Source: an optimization exercise on an open RTL-to-GDS flow (aim: small area, a short achievable clock period and few clock cycles per item). Production flows keep margins and buffers that such runs may drop.
In this exercise RTL edits were held to simulation tests only and were not proved equivalent to the original.

==> trial 17: inputs <==
// cmp_coder
module cmp_coder (
    input  wire        clk,
    input  wire        rst,         
    input  wire [1:0]  cfg_fmt,     
    input  wire [1:0]  cfg_type,    
    input  wire        cfg_pred,    
    input  wire [2:0]  cfg_e,       
    input  wire        in_valid,
    output wire        in_ready,
    input  wire [15:0] in_pix,
    input  wire        in_last,
    output reg         out_valid,
    input  wire        out_ready,
    output reg  [31:0] out_data,
    output reg         out_last,
    output wire [15:0] res_len,     
    output wire [15:0] res_npix,    
    output wire [31:0] res_crc      
);
    localparam [31:0] CRC_POLY = 32'h82F6_3B78;    
    reg        rst_r;        
    reg        run;          
    reg        rdy;          
    reg        pend;         
    reg        first_exp;    
    assign in_ready = rdy;
    wire accept = in_valid & rdy;
    reg [1:0] fmt_r;
    reg [1:0] type_r;
    reg       pred_r;
    reg [2:0] e_r;
    wire        is_raw = (type_r == 2'd1);
    wire        is_bnd = (type_r == 2'd3);
    wire [15:0] maxv   = (fmt_r == 2'd0) ? 16'h03FF : (fmt_r == 2'd1) ? 16'h0FFF : 16'hFFFF;
    wire [15:0] half   = (fmt_r == 2'd0) ? 16'h0200 : (fmt_r == 2'd1) ? 16'h0800 : 16'h8000;
    wire [2:0]  ee     = is_bnd ? e_r : 3'd0;           
    wire [3:0]  w      = {ee, 1'b1};                    
    reg        s0_v, s0_last, s0_first, s0_i1;
    reg [15:0] s0_pix;
    reg [1:0]  cnt;           
    always @(posedge clk) begin
        rst_r <= rst;
        if (rst_r) begin
            s0_v      <= 1'b0;
            first_exp <= 1'b1;
        end else if (run) begin
            s0_v     <= accept;
  ...
==> flow/config.mk <==
export PLATFORM = sky130hd
export DESIGN_NAME = cmp_coder
export DESIGN_NICKNAME = cmp_coder
export VERILOG_FILES = /design/flow/design.v
export SDC_FILE = /design/flow/constraint.sdc
export NUM_CORES = 4
export LEC_CHECK = 0
export CAP_MARGIN = 20
export CORE_MARGIN = 2
export CORE_UTILIZATION = 55
export CTS_CLUSTER_DIAMETER = 80
export CTS_CLUSTER_SIZE = 34
export SLEW_MARGIN = 20
==> flow/constraint.sdc <==
create_clock -name core_clock -period 55.0 [get_ports {clk}]
set_input_delay 11.0000 -clock core_clock [delete_from_list [all_inputs] [get_ports {clk}]]
set_output_delay 11.0000 -clock core_clock [all_outputs]
set_load 0.01 [all_outputs]
standard.sh (not shown) runs the stock make flow with config.mk's settings and CLKGATE_MAP_FILE= SYNTH_SCRIPT=/design/flow/synth_recipe.tcl, a recipe that flattens the netlist after the stock synthesis.
==> flow/flow/run.sh <==
#!/bin/bash
set -uo pipefail
export SETUP_SLACK_MARGIN=43
bash standard.sh > standard.log 2>&1
==> build 81: changes against trial 17 <==
--- a/flow/design.v
+++ b/flow/design.v
@@ -145,12 +145,13 @@
         end
     end
     reg signed [3:0] adj1, adj2;    
     reg [1:0]  ctx;                 
     reg [21:0] a_r [0:3];
     reg [5:0]  n_r [0:3];
+    reg [3:0]  cused;               
     reg [13:0] npix;
     wire [15:0] x3 = s1_v ? x2 : x1;
     wire signed [3:0] adjp = (s2_asel == 2'd0) ? 4'sd0 : (s2_asel == 2'd1) ? adj1 : adj2;
     wire signed [5:0] tt   = $signed({2'b00, s2_r}) + (s2_sgn ? -{{2{adjp[3]}}, adjp} : {{2{adjp[3]}}, adjp});
     wire        corr = (tt > $signed({3'b000, ee}));
     wire signed [5:0] sp   = corr ? tt - $signed({2'b00, w}) : tt;    
@@ -173,14 +174,14 @@
     end
     wire        qz   = all0[16];
     wire        incq = corr & ~s2_sgn;
     wire        decq = ~corr & s2_sgn & ~qz;
     wire [14:0] mhi  = s2_q[14:0] ^ (({15{incq}} & all1[14:0]) | ({15{decq}} & all0[14:0]));
     wire [15:0] m    = {mhi, corr ? s2_sgn : (s2_sgn & ~qz)};
-    wire [21:0] a_c = a_r[ctx];
-    wire [5:0]  n_c = n_r[ctx];
+    wire [21:0] a_c = cused[ctx] ? a_r[ctx] : 22'd4;
+    wire [5:0]  n_c = cused[ctx] ? n_r[ctx] : 6'd1;
     function lt6;
         input [5:0] a;
         input [5:0] b;
         integer i;
         reg r, e;
         begin
@@ -250,19 +251,16 @@
     reg [15:0] s3_m;          
     reg [4:0]  s3_k;
     integer j3;
     always @(posedge clk) begin
         if (rst_r) begin
             s3_v <= 1'b0;
-            ctx  <= 2'd0;
-            adj1 <= 4'sd0;
-            adj2 <= 4'sd0;
-            for (j3 = 0; j3 < 4; j3 = j3 + 1) begin
-                a_r[j3] <= 22'd4;
-                n_r[j3] <= 6'd1;
-            end
+            ctx   <= 2'd0;
+            adj1  <= 4'sd0;
+            adj2  <= 4'sd0;
+            cused <= 4'd0;
         end else if (run) begin
             s3_v     <= s2_v;
             s3_last  <= s2_last;
             s3_first <= s2_first;
             s3_raw   <= is_raw;
             s3_fmt   <= fmt_r;
@@ -275,26 +273,24 @@
                 adj2  <= adj1;
                 adj1  <= is_bnd ? adjn : 4'sd0;
                 ctx   <= (m == 16'd0) ? 2'd0 :
                          (m[15:2] == 14'd0 && !(m[1] && m[0])) ? 2'd1 :
                          (m[15:4] == 12'd0 && !(&m[3:0])) ? 2'd2 : 2'd3;
                 if (!is_raw) begin
+                    cused[ctx] <= 1'b1;
                     if (&n_c) begin
                         a_r[ctx] <= (a_c + {6'd0, m}) >> 1;
                         n_r[ctx] <= 6'd32;
                     end else begin
                         a_r[ctx] <= a_c + {6'd0, m};
                         n_r[ctx] <= n_c + 6'd1;
                     end
                 end
                 if (s2_last) begin
-                    ctx <= 2'd0;
-                    for (j3 = 0; j3 < 4; j3 = j3 + 1) begin
-                        a_r[j3] <= 22'd4;
-                        n_r[j3] <= 6'd1;
-                    end
+                    ctx   <= 2'd0;
+                    cused <= 4'd0;
                 end
             end
         end
     end
     assign res_npix = {2'b00, npix};
     wire [4:0] b4 = (s3_fmt == 2'd0) ? 5'd10 : (s3_fmt == 2'd1) ? 5'd12 : 5'd16;
@@ -321,33 +317,34 @@
     end
     reg [71:0] acc;           
     reg [6:0]  nbits;
     reg [15:0] nbytes;        
     reg        flushing;      
     wire        ins  = run && s3_v;
-    wire [6:0]  sh   = nbits + {2'b00, uu};
-    wire [87:0] clr  = {71'd0, (ins ? ww : 17'd0)} << sh;
-    wire [87:0] accI = {16'hFFFF, acc} & ~clr;
+    wire [5:0]  sh   = nbits[5:0] + {1'b0, uu};
+    wire [71:0] clr  = {55'd0, (ins ? ww : 17'd0)} << sh;
+    wire [71:0] accI = acc & ~clr;
     wire [6:0]  nbI  = nbits + (ins ? {1'b0, clen} : 7'd0);
-    wire want      = flushing ? (nbits != 7'd0) : (nbits >= 7'd32);
+    wire endblk    = flushing || (ins && s3_last);    
+    wire want      = endblk ? (nbI != 7'd0) : (nbI[6] | nbI[5]);
     wire take      = want && (!out_valid || out_ready);
-    wire take_last = flushing && (nbits <= 7'd32);
+    wire take_last = endblk && (nbI <= 7'd32);
     wire [6:0]  nb_t  = take_last ? 7'd0 : nbI - 7'd32;
     wire [6:0]  nb_n  = take ? nb_t : nbI;
     wire        ov_n  = want || (out_valid && !out_ready);
     wire [6:0]  lsum  = {4'd0, nbits[2:0]} + {1'b0, clen} + (s3_last ? 7'd7 : 7'd0);
     assign res_len = nbytes;
     wire pend_n  = (run && s2_v && s2_last) ? 1'b1 :
                    (out_valid && out_ready && out_last) ? 1'b0 : pend;
     wire s0v_n   = run ? accept : s0_v;
     wire s1v_n   = run ? s0_v : s1_v;
     wire s2v_n   = run ? s1_v : s2_v;
     wire s2f_n   = run ? s1_first : s2_first;
     wire fexp_n  = accept ? in_last : first_exp;
-    wire ok_t    = (nb_t <= 7'd32) || (nb_t <= 7'd48 && !ov_n);
-    wire ok_k    = (nbI <= 7'd32) || (nbI <= 7'd48 && !ov_n);
+    wire ok_t    = (nb_t <= 7'd32);
+    wire ok_k    = (nbI <= 7'd32);
     wire pack_ok = take ? ok_t : ok_k;
     wire hold3   = s2v_n && s2f_n && pend_n;
     wire run_n   = pack_ok && !hold3;
     wire rdy_n   = run_n && !(fexp_n && (s0v_n || s1v_n));
     always @(posedge clk) begin
         if (rst) begin
@@ -366,20 +363,20 @@
         if (rst_r) begin
             acc      <= {72{1'b1}};
             nbits    <= 7'd0;
             flushing <= 1'b0;
             pend     <= 1'b0;
         end else begin
-            acc      <= take ? {16'hFFFF, accI[87:32]} : accI[71:0];
+            acc      <= take ? {32'hFFFF_FFFF, accI[71:32]} : accI;
             nbits    <= nb_n;
             pend     <= pend_n;
             if (ins && s3_last) flushing <= 1'b1;
             if (take && take_last) flushing <= 1'b0;
         end
         if (take) begin
-            out_data <= take_last ? (acc[31:0] & ~(32'hFFFF_FFFF << nbits[5:0])) : acc[31:0];
+            out_data <= take_last ? (accI[31:0] & ~(32'hFFFF_FFFF << nbI[5:0])) : accI[31:0];
             out_last <= take_last;
         end
         if (ins) begin
             nbytes <= (s3_first ? 16'd0 : nbytes) + {12'd0, lsum[6:3]};
         end
     end
==> flow/flow/run.sh (replaced) <==
#!/bin/bash
set -uo pipefail
export SETUP_SLACK_MARGIN=43
export CTS_ARGS="-sink_clustering_enable -repair_clock_nets -sink_clustering_size 30 -sink_clustering_max_diameter 60 -dont_use_dummy_load -balance_levels"
bash standard.sh > standard.log 2>&1
--- a/flow/config.mk
+++ b/flow/config.mk
@@ -5,9 +5,8 @@
 export SDC_FILE = /design/flow/constraint.sdc
 export NUM_CORES = 4
 export LEC_CHECK = 0
 export CAP_MARGIN = 20
 export CORE_MARGIN = 2
 export CORE_UTILIZATION = 55
-export CTS_CLUSTER_DIAMETER = 80
-export CTS_CLUSTER_SIZE = 34
 export SLEW_MARGIN = 20
+export TNS_END_PERCENT = 25
==> build 92: changes against trial 17 <==
--- a/flow/design.v
+++ b/flow/design.v
@@ -51,56 +51,53 @@
             s0_i1    <= !first_exp && (cnt == 2'd1);
             if (accept) begin
                 first_exp <= in_last;
                 cnt       <= first_exp ? 2'd1 : (cnt == 2'd2) ? 2'd2 : cnt + 2'd1;
             end
         end
-        if (rdy && first_exp) begin
+        if (accept && first_exp) begin
             fmt_r  <= cfg_fmt;
             type_r <= cfg_type;
             pred_r <= cfg_pred;
             e_r    <= cfg_e;
         end
     end
     reg [15:0] x1, x2;        
     wire [15:0] x  = s0_pix & maxv;
     wire        i1 = s0_i1;
     wire [15:0] xp = s0_first ? half : (pred_r && !i1) ? x2 : x1;
     wire [1:0]  asel = s0_first ? 2'd0 : (pred_r && !i1) ? 2'd2 : 2'd1;
-    wire [16:0] dd    = {1'b0, x} - {1'b0, xp};
-    wire        sgn_c = (fmt_r == 2'd0) ? dd[9] : (fmt_r == 2'd1) ? dd[11] : dd[15];
-    wire        sgn   = is_bnd ? dd[16] : sgn_c;
-    wire [15:0] dabs  = (dd[15:0] ^ {16{sgn}}) + {15'd0, sgn};
-    wire [15:0] mag   = is_bnd ? dabs : (dabs & maxv);
+    wire [16:0] dpos = {1'b0, x} - {1'b0, xp};
+    wire [16:0] dneg = {1'b0, xp} - {1'b0, x};
+    wire        sgn_c = (fmt_r == 2'd0) ? dpos[9] : (fmt_r == 2'd1) ? dpos[11] : dpos[15];
+    wire        sgn   = is_bnd ? dpos[16] : sgn_c;
+    wire [15:0] mag   = is_bnd ? (dpos[16] ? dneg[15:0] : dpos[15:0])
+                               : ((sgn_c ? dneg[15:0] : dpos[15:0]) & maxv);
     function [5:0] dstep;
         input [3:0] r;
         input [1:0] bits;
         input [2:0] e;
         reg [5:0] t, w1, w2, w3;
-        reg [6:0] d1, d2, d3;
         begin
             t  = {r, bits};
             w1 = {2'b00, e, 1'b1};
             w2 = {1'b0, e, 2'b10};
             w3 = {1'b0, e, 2'b10} + {2'b00, e, 1'b1};
-            d1 = {1'b0, t} - {1'b0, w1};     
-            d2 = {1'b0, t} - {1'b0, w2};     
-            d3 = {1'b0, t} - {1'b0, w3};
-            if (!d3[6])      dstep = {2'd3, d3[3:0]};
-            else if (!d2[6]) dstep = {2'd2, d2[3:0]};
-            else if (!d1[6]) dstep = {2'd1, d1[3:0]};
-            else             dstep = {2'd0, t[3:0]};
+            if (t >= w3)      dstep = {2'd3, t[3:0] - w3[3:0]};
+            else if (t >= w2) dstep = {2'd2, t[3:0] - w2[3:0]};
+            else if (t >= w1) dstep = {2'd1, t[3:0] - w1[3:0]};
+            else              dstep = {2'd0, t[3:0]};
         end
     endfunction
     reg [3:0]  r1;
-    reg [5:0]  q1;
+    reg [7:0]  q1;
     integer i;
     always @(*) begin
         r1 = 4'd0;
-        for (i = 2; i >= 0; i = i - 1)
-            {q1[2*i+1 -: 2], r1} = dstep(r1, mag[2*i+11 -: 2], ee);
+        for (i = 3; i >= 0; i = i - 1)
+            {q1[2*i+1 -: 2], r1} = dstep(r1, mag[2*i+9 -: 2], ee);
     end
     reg        s1_v, s1_last, s1_first, s1_sgn;
     reg [1:0]  s1_asel;
     reg [3:0]  s1_r;
     reg [15:0] s1_q;          
     always @(posedge clk) begin
@@ -110,24 +107,24 @@
             s1_v     <= s0_v;
             s1_last  <= s0_last;
             s1_first <= s0_first;
             s1_sgn   <= sgn;
             s1_asel  <= asel;
             s1_r     <= r1;
-            s1_q     <= {q1, mag[9:0]};
+            s1_q     <= {q1, mag[7:0]};
             if (s0_v) begin
                 x2  <= x1;
                 x1  <= x;
             end
         end
     end
     reg [3:0]  r2;
-    reg [9:0]  q2;
+    reg [7:0]  q2;
     always @(*) begin
         r2 = s1_r;
-        for (i = 4; i >= 0; i = i - 1)
+        for (i = 3; i >= 0; i = i - 1)
             {q2[2*i+1 -: 2], r2} = dstep(r2, s1_q[2*i+1 -: 2], ee);
     end
     reg        s2_v, s2_last, s2_first, s2_sgn;
     reg [1:0]  s2_asel;
     reg [3:0]  s2_r;
     reg [15:0] s2_q;
@@ -138,13 +135,13 @@
             s2_v     <= s1_v;
             s2_last  <= s1_last;
             s2_first <= s1_first;
             s2_sgn   <= s1_sgn;
             s2_asel  <= s1_asel;
             s2_r     <= r2;
-            s2_q     <= {s1_q[15:10], q2};
+            s2_q     <= {s1_q[15:8], q2};
         end
     end
     reg signed [3:0] adj1, adj2;    
     reg [1:0]  ctx;                 
     reg [21:0] a_r [0:3];
     reg [5:0]  n_r [0:3];
@@ -158,100 +155,44 @@
     wire [15:0] hu  = x3 - {{10{s[5]}}, s};
     wire [15:0] top = ~x3 & maxv;                                     
     wire        lo  = !s[5] && (x3[15:3] == 13'd0) && (x3[2:0] < s[2:0]);
     wire        hi  = s[5] && (top[15:3] == 13'd0) && ({1'b0, top[2:0]} < -s[3:0]);
     wire [15:0] h   = lo ? 16'd0 : hi ? maxv : hu;
     wire signed [3:0] adjn = lo ? $signed(x3[3:0]) : hi ? $signed(x3[3:0] - maxv[3:0]) : s[3:0];
-    reg  [16:0] all1, all0;         
-    integer ib;
+    wire [15:0] qp1 = s2_q + 16'd1;
+    wire [15:0] qm1 = s2_q - 16'd1;
+    wire        qz  = (s2_q == 16'd0);
+    reg  [15:0] m;
     always @(*) begin
-        all1[0] = 1'b1;
-        all0[0] = 1'b1;
-        for (ib = 1; ib <= 16; ib = ib + 1) begin
-            all1[ib] = all1[ib-1] & s2_q[ib-1];
-            all0[ib] = all0[ib-1] & ~s2_q[ib-1];
-        end
+        if (!corr)
+            m = (s2_sgn && !qz) ? {qm1[14:0], 1'b1} : {s2_q[14:0], 1'b0};
+        else
+            m = s2_sgn ? {s2_q[14:0], 1'b1} : {qp1[14:0], 1'b0};
     end
-    wire        qz   = all0[16];
-    wire        incq = corr & ~s2_sgn;
-    wire        decq = ~corr & s2_sgn & ~qz;
-    wire [14:0] mhi  = s2_q[14:0] ^ (({15{incq}} & all1[14:0]) | ({15{decq}} & all0[14:0]));
-    wire [15:0] m    = {mhi, corr ? s2_sgn : (s2_sgn & ~qz)};
     wire [21:0] a_c = a_r[ctx];
     wire [5:0]  n_c = n_r[ctx];
-    function lt6;
-        input [5:0] a;
-        input [5:0] b;
-        integer i;
-        reg r, e;
-        begin
-            r = 1'b0;
-            e = 1'b1;
-            for (i = 5; i >= 0; i = i - 1) begin
-                r = r | (e & ~a[i] & b[i]);
-                e = e & ~(a[i] ^ b[i]);
-            end
-            lt6 = r;
-        end
-    endfunction
     reg  [16:0] kok;
-    reg  [22:0] hz;                 
-    reg  [22:0] lz;                 
     integer kk;
     always @(*) begin
-        hz[22] = 1'b1;
-        for (kk = 21; kk >= 0; kk = kk - 1) hz[kk] = hz[kk+1] & ~a_c[kk];
-        lz[0] = 1'b1;
-        for (kk = 1; kk <= 22; kk = kk + 1) lz[kk] = lz[kk-1] & ~a_c[kk-1];
         for (kk = 0; kk <= 16; kk = kk + 1)
-            kok[kk] = hz[kk+6] && (lt6(a_c[kk +: 6], n_c) || ((a_c[kk +: 6] == n_c) && lz[kk]));
+            kok[kk] = ((a_c >> (kk + 6)) == 22'd0) &&
+                      ((((a_c >> kk) & 22'h3F) < {16'd0, n_c}) ||
+                       ((((a_c >> kk) & 22'h3F) == {16'd0, n_c}) &&
+                        ((a_c & ~(22'h3FFFFF << kk)) == 22'd0)));
     end
     reg  [4:0]  k;
     always @(*) begin
         k = 5'd16;
         for (kk = 16; kk >= 0; kk = kk - 1)
             if (kok[kk]) k = kk[4:0];
     end
-    wire [4:0] b3 = (fmt_r == 2'd0) ? 5'd10 : (fmt_r == 2'd1) ? 5'd12 : 5'd16;
-    function [31:0] zsh;
-        input [31:0] c;
-        input integer n;
-        integer j;
-        reg [31:0] cc;
-        begin
-            cc = c;
-            for (j = 0; j < n; j = j + 1)
-                cc = cc[0] ? ((cc >> 1) ^ CRC_POLY) : (cc >> 1);
-            zsh = cc;
-        end
-    endfunction
-    reg  [31:0] crc;          
-    reg  [2:0]  cbits;        
-    wire [31:0] crc_in = s2_first ? 32'd0 : crc;
-    wire [2:0]  cb_in  = s2_first ? 3'd0 : cbits;
-    wire [2:0]  cb_new = cb_in + b3[2:0];
-    wire [31:0] u10 = zsh(crc_in ^ {16'd0, h}, 10);
-    wire [31:0] u12 = zsh(u10, 2);
-    wire [31:0] u14 = zsh(u12, 2);
-    wire [31:0] u16 = zsh(u14, 2);
-    wire [31:0] o32 = 32'hFFFF_FFFF;
-    wire [4:0]  nsh = s2_last ? (b3 + {2'b00, 3'd0 - cb_new}) : b3;
-    reg  [31:0] crc_new;
-    always @(*) begin
-        case (nsh)
-            5'd10:   crc_new = u10 ^ zsh(o32, 10) ^ o32;
-            5'd12:   crc_new = u12 ^ zsh(o32, 12) ^ o32;
-            5'd14:   crc_new = u14 ^ zsh(o32, 14) ^ o32;
-            default: crc_new = u16 ^ zsh(o32, 16) ^ o32;
-        endcase
-    end
-    assign res_crc = crc;
     reg        s3_v, s3_last, s3_first, s3_raw;
     reg [1:0]  s3_fmt;
     reg [15:0] s3_m;          
     reg [4:0]  s3_k;
+    reg [15:0] s3_h;
     integer j3;
     always @(posedge clk) begin
         if (rst_r) begin
             s3_v <= 1'b0;
             ctx  <= 2'd0;
             adj1 <= 4'sd0;
@@ -263,25 +204,22 @@
         end else if (run) begin
             s3_v     <= s2_v;
             s3_last  <= s2_last;
             s3_first <= s2_first;
             s3_raw   <= is_raw;
             s3_fmt   <= fmt_r;
-            s3_m     <= is_raw ? h : m;
+            s3_m     <= m;
             s3_k     <= k;
+            s3_h     <= h;
             if (s2_v) begin
-                crc   <= crc_new;
-                cbits <= cb_new;
                 npix  <= s2_first ? 14'd1 : npix + 14'd1;
                 adj2  <= adj1;
                 adj1  <= is_bnd ? adjn : 4'sd0;
-                ctx   <= (m == 16'd0) ? 2'd0 :
-                         (m[15:2] == 14'd0 && !(m[1] && m[0])) ? 2'd1 :
-                         (m[15:4] == 12'd0 && !(&m[3:0])) ? 2'd2 : 2'd3;
+                ctx   <= (m == 16'd0) ? 2'd0 : (m <= 16'd2) ? 2'd1 : (m <= 16'd14) ? 2'd2 : 2'd3;
                 if (!is_raw) begin
-                    if (&n_c) begin
+                    if (n_c == 6'd63) begin
                         a_r[ctx] <= (a_c + {6'd0, m}) >> 1;
                         n_r[ctx] <= 6'd32;
                     end else begin
                         a_r[ctx] <= a_c + {6'd0, m};
                         n_r[ctx] <= n_c + 6'd1;
                     end
@@ -295,21 +233,54 @@
                 end
             end
         end
     end
     assign res_npix = {2'b00, npix};
     wire [4:0] b4 = (s3_fmt == 2'd0) ? 5'd10 : (s3_fmt == 2'd1) ? 5'd12 : 5'd16;
+    function [31:0] zsh;
+        input [31:0] c;
+        input integer n;
+        integer j;
+        reg [31:0] cc;
+        begin
+            cc = c;
+            for (j = 0; j < n; j = j + 1)
+                cc = cc[0] ? ((cc >> 1) ^ CRC_POLY) : (cc >> 1);
+            zsh = cc;
+        end
+    endfunction
+    reg  [31:0] crc;          
+    reg  [2:0]  cbits;        
+    wire [31:0] crc_in = s3_first ? 32'd0 : crc;
+    wire [2:0]  cb_in  = s3_first ? 3'd0 : cbits;
+    wire [2:0]  cb_new = cb_in + b4[2:0];
+    wire [31:0] u10 = zsh(crc_in ^ {16'd0, s3_h}, 10);
+    wire [31:0] u12 = zsh(u10, 2);
+    wire [31:0] u14 = zsh(u12, 2);
+    wire [31:0] u16 = zsh(u14, 2);
+    wire [31:0] o32 = 32'hFFFF_FFFF;
+    wire [4:0]  nsh = s3_last ? (b4 + {2'b00, 3'd0 - cb_new}) : b4;
+    reg  [31:0] crc_new;
+    always @(*) begin
+        case (nsh)
+            5'd10:   crc_new = u10 ^ zsh(o32, 10) ^ o32;
+            5'd12:   crc_new = u12 ^ zsh(o32, 12) ^ o32;
+            5'd14:   crc_new = u14 ^ zsh(o32, 14) ^ o32;
+            default: crc_new = u16 ^ zsh(o32, 16) ^ o32;
+        endcase
+    end
+    assign res_crc = crc;
     wire [15:0] mask4 = (s3_fmt == 2'd0) ? 16'h03FF : (s3_fmt == 2'd1) ? 16'h0FFF : 16'hFFFF;
     wire [15:0] qv    = s3_m >> s3_k;
-    wire        esc   = (|qv[15:5]) | (qv[4] & qv[3]);
+    wire        esc   = (qv >= 16'd24);
     reg  [16:0] ww;
     reg  [4:0]  uu;
     reg  [5:0]  clen;
     always @(*) begin
         if (s3_raw) begin
-            ww   = {1'b0, ~s3_m & mask4};
+            ww   = {1'b0, ~s3_h & mask4};
             uu   = 5'd0;
             clen = {1'b0, b4};
         end else if (esc) begin
             ww   = {1'b0, ~s3_m & mask4};
             uu   = 5'd24;
             clen = 6'd24 + {1'b0, b4};
@@ -378,9 +349,11 @@
         if (take) begin
             out_data <= take_last ? (acc[31:0] & ~(32'hFFFF_FFFF << nbits[5:0])) : acc[31:0];
             out_last <= take_last;
         end
         if (ins) begin
             nbytes <= (s3_first ? 16'd0 : nbytes) + {12'd0, lsum[6:3]};
+            crc    <= crc_new;
+            cbits  <= cb_new;
         end
     end
 endmodule
==> flow/run.sh (new file) <==
#!/bin/bash
# synth_recipe.tcl (not shown) runs the flow's synth.tcl, then flattens the netlist and writes it again
# the make line also repeats each setting of config.mk as NAME=value (left out here)
make -C /OpenROAD-flow-scripts/flow DESIGN_CONFIG=/design/flow/config.mk WORK_HOME=/design/flow/orfs CLKGATE_MAP_FILE= SYNTH_SCRIPT=/design/flow/synth_recipe.tcl finish
==> flow/config.mk (replaced) <==
export PLATFORM = sky130hd
export DESIGN_NAME = cmp_coder
export DESIGN_NICKNAME = cmp_coder
export VERILOG_FILES = /design/flow/design.v
export SDC_FILE = /design/flow/constraint.sdc
export NUM_CORES = 4
export LEC_CHECK = 0
export CAP_MARGIN = 20
export CORE_MARGIN = 2
export CORE_UTILIZATION = 40
export SLEW_MARGIN = 20
removed: flow/flow/run.sh
removed: flow/standard.sh
==> comparison table <==
| metric | build 92 | trial 17 | build 81 |
|---|---|---|---|
| Area growth syn-to-layout | 13.0% | 10.2% | 10.4% |
| Met3 usage in global routing | 2.69% | 3.16% | 3.33% |
| Destination of the worst hold path | s2_asel[1] | s2_asel[1] | s1_last |
| Area enclosed by the die boundary | 0.0923 mm2 | 0.0652 mm2 | 0.0639 mm2 |
| Number of antenna violations at the first check in global routing | 2 | 0 | 1 |
| Origin of the worst setup path | out_ready | out_last | npix[8] |
| Cell area reported after detailed placement | 0.0385 mm2 | 0.0368 mm2 | 0.0361 mm2 |
| Antenna Cells | 1 | 0 | 1 |
| Worst slew slack as a fraction of its limit | 26.8% | 26.8% | 25.0% |
| Overall die width | 304 um | 255 um | 253 um |
| Result of the run | finished clean | finished clean | finished clean |
| Most common cell in the netlist | nor2_1 | nor2_1 | nand2_1 |
| Total track usage | 20.9% | 30.5% | 29.0% |
Testbench counts of trial 17, summed over its fixed seeds: cycles 139,476, pixels 137,713.
Testbench counts of build 81, summed over its fixed seeds: cycles 138,779, pixels 137,713.
Testbench counts of build 92, summed over its fixed seeds: cycles 139,476, pixels 137,713.

## afterwards: timing with drivers on the ports
No port has a modelled driver above. Below, the same layouts with a new extraction and two added sets of constraints.
Step 1 assumes that a clkbuf_16 drives the clock port and a buf_2 every other input.
Step 2 also shifts input and output timing later by t, the mid clock arrival at the registers, as if the neighbouring blocks saw the same clock.
Slacks: ideal ports / drivers / drivers and shift; pairs: ideal ports / drivers.
run | shift t [ns] | setup WS [ns] | worst setup path after step 2 | worst register clock-pin slew, ns | cell pins on the clock port's net
trial 17 | 0.706 | 42.678 / 42.611 / 42.377 | input to register | 0.12 / 0.12 | 1
build 81 | 0.639 | 42.796 / 42.733 / 42.510 | input to register | 0.10 / 0.10 | 1
build 92 | 0.673 | 41.900 / 41.930 / 41.256 | input to register | 0.06 / 0.06 | 1
After both steps setup and hold are still met in every run listed. For build 92, which loses most, drivers alone change the setup slack by +0.030 ns; drivers and shift together by -0.644 ns.
